What follows belongs to an exercise in optimizing a design on an open flow for small area, a short achievable clock period and few clock cycles per item; a production flow would make more cautious choices.
The RTL was checked by simulation tests, not by an equivalence proof against the original design.

==> inputs of wip/sierra <==
Design cip_aes_core, start of the top module:
module cip_aes_core (
    input  wire         clk,
    input  wire         rst,       
    input  wire         start,     
    input  wire         key_256,   
    input  wire [255:0] key,
    input  wire [127:0] din,
    output wire         ready,
    output reg          done,      
    output wire [127:0] dout
);
    reg          va, vb;           
    reg          ma, mb;           
    reg  [3:0]   ra, rb;           
    reg  [127:0] sa;               
    reg  [127:0] kpa;              
    reg  [127:0] kca;              
    reg  [31:0]  kwa;              
    reg  [287:0] sb;               
    reg  [127:0] kxb;              
    reg  [127:0] kcb;              
    reg  [71:0]  kwb;              
    reg  [127:0] q;                
    reg  [4:0]   lim;              
    reg          free;             
    reg          rdy;              
    assign dout = q;
    function [7:0] xtime;
        input [7:0] b;
        xtime = {b[6:0], 1'b0} ^ (b[7] ? 8'h1b : 8'h00);
    endfunction
    function [31:0] mix_column;
        input [31:0] c;
        reg [7:0] a0, a1, a2, a3, b0, b1, b2, b3;
        begin
            a0 = c[31:24]; a1 = c[23:16]; a2 = c[15:8]; a3 = c[7:0];
            b0 = a0 ^ a1; b1 = a1 ^ a2; b2 = a2 ^ a3; b3 = a3 ^ a0;
            mix_column[31:24] = a1 ^ b2 ^ xtime(b0);
            mix_column[23:16] = a2 ^ b3 ^ xtime(b1);
            mix_column[15:8]  = a3 ^ b0 ^ xtime(b2);
            mix_column[7:0]   = a0 ^ b1 ^ xtime(b3);
        end
    endfunction
    function [7:0] rcon;
        input       m256;
        input [3:0] r;
        reg   [3:0] i;
        begin
            i = m256 ? {1'b0, r[3:1]} : r - 4'd1;    
            case (i)
                4'd0: rcon = 8'h01;
                4'd1: rcon = 8'h02;
                4'd2: rcon = 8'h04;
                4'd3: rcon = 8'h08;
  ...
==> flow/config.mk <==
export PLATFORM = sky130hd
export DESIGN_NAME = cip_aes_core
export DESIGN_NICKNAME = cip_aes_core
export VERILOG_FILES = /design/flow/design.v
export SDC_FILE = /design/flow/constraint.sdc
export NUM_CORES = 4
export LEC_CHECK = 0
export CAP_MARGIN = 20
export CORE_MARGIN = 2
export CORE_UTILIZATION = 45
export CTS_BUF_LIST = sky130_fd_sc_hd__clkbuf_4 sky130_fd_sc_hd__clkbuf_8
export CTS_CLUSTER_SIZE = 30
export PLACE_DENSITY = 0.6
export SETUP_SLACK_MARGIN = 5
export SLEW_MARGIN = 20
==> flow/constraint.sdc <==
create_clock -name core_clock -period 8.0 [get_ports {clk}]
set_input_delay 1.6000 -clock core_clock [delete_from_list [all_inputs] [get_ports {clk}]]
set_output_delay 1.6000 -clock core_clock [all_outputs]
set_load 0.01 [all_outputs]
standard.sh (not shown) runs the stock make flow with config.mk's settings and CLKGATE_MAP_FILE= SYNTH_SCRIPT=/design/flow/synth_recipe.tcl, a recipe that flattens the netlist after the stock synthesis.
==> flow/flow/run.sh <==
#!/bin/bash
# Layout flow: the standard flow, with the port buffers made of the
# smallest buffer cell. Each tool's output is logged here.
set -o pipefail
bash standard.sh "BUFFER_PORTS_ARGS=-buffer_cell sky130_fd_sc_hd__buf_1" finish > standard.log 2>&1
==> wip/juniper: changes against wip/sierra <==
==> flow/flow/run.sh (replaced) <==
#!/bin/bash
# Layout flow: the standard flow, with the port buffers made of the
# smallest buffer cell and timing repair aimed 0.3 ns further.
# Each tool's output is logged here.
set -o pipefail
bash standard.sh "BUFFER_PORTS_ARGS=-buffer_cell sky130_fd_sc_hd__buf_1" SETUP_SLACK_MARGIN=5.3 finish > standard.log 2>&1
CTS_BUF_LIST = unset   (was sky130_fd_sc_hd__clkbuf_4 sky130_fd_sc_hd__clkbuf_8)
==> summary.txt <==
The flow ran to the end and the layout has no timing, DRC or antenna violations. Of the total standard cell area in the layout, the sequential portion is 0.291. The clock input transition at the sequential cells of the worst setup and hold paths came out at 0.06 ns. The cell total after placement came out at 8412. The worst hold slack came out at 0.279 ns. The flop-to-flop setup slack came out at 4.96 ns. The share of the clock period used by the worst path after layout is 0.382. The final-layout non-clock buffer area share came out at 0.0745.

The slowest cell on the critical path is sky130_fd_sc_hd__dfxtp_2. The number of vias per cell after detailed routing is 5.27.
That was wip/sierra.
==> summary.txt <==
The flow ran to the end and the layout has no timing, DRC or antenna violations. In this run, placement finished with an instance count of 8415. The sequential portion of the cell area came out at 0.249. The clock input transition at the sequential cells of the worst setup and hold paths came out at 0.07 ns. Hold timing on the final database bottoms out at a slack of 0.309 ns. The flop-to-flop setup slack is 5.03 ns.
That was wip/juniper.
Testbench counts of wip/sierra, summed over its fixed seeds: cycles 39,710, blocks 3,200.
Testbench counts of wip/juniper, summed over its fixed seeds: cycles 39,710, blocks 3,200.

-- separate check: timing with driven ports --
Ports are ideal in the flow. The routed layouts listed here were re-timed in OpenROAD. Step 1 (the two cells are an assumption about what drives the block):
set clk [get_ports {clk}]
set_driving_cell -lib_cell sky130_fd_sc_hd__clkbuf_16 $clk
set_driving_cell -lib_cell sky130_fd_sc_hd__buf_2 [delete_from_list [all_inputs] $clk]
Step 2 moves the port delays by t, midway between the first and last clock arrival at a register: inputs arrive t later, outputs are due t later. That takes back most of the time a late clock gives input paths. Three values: ideal, step 1, step 2; two values: the first two.
run	t, ns	slack for setup (ns)	slew at the worst register clock pin (ns)
wip/sierra	1.026	4.945 / 4.862 / 4.759	0.07 / 0.07
wip/juniper	0.863	5.029 / 5.029 / 4.663	0.07 / 0.07
After both steps every run listed still meets setup and hold. For wip/juniper, which loses most, drivers alone change the setup slack by 0.000 ns; drivers and shift together by -0.366 ns.
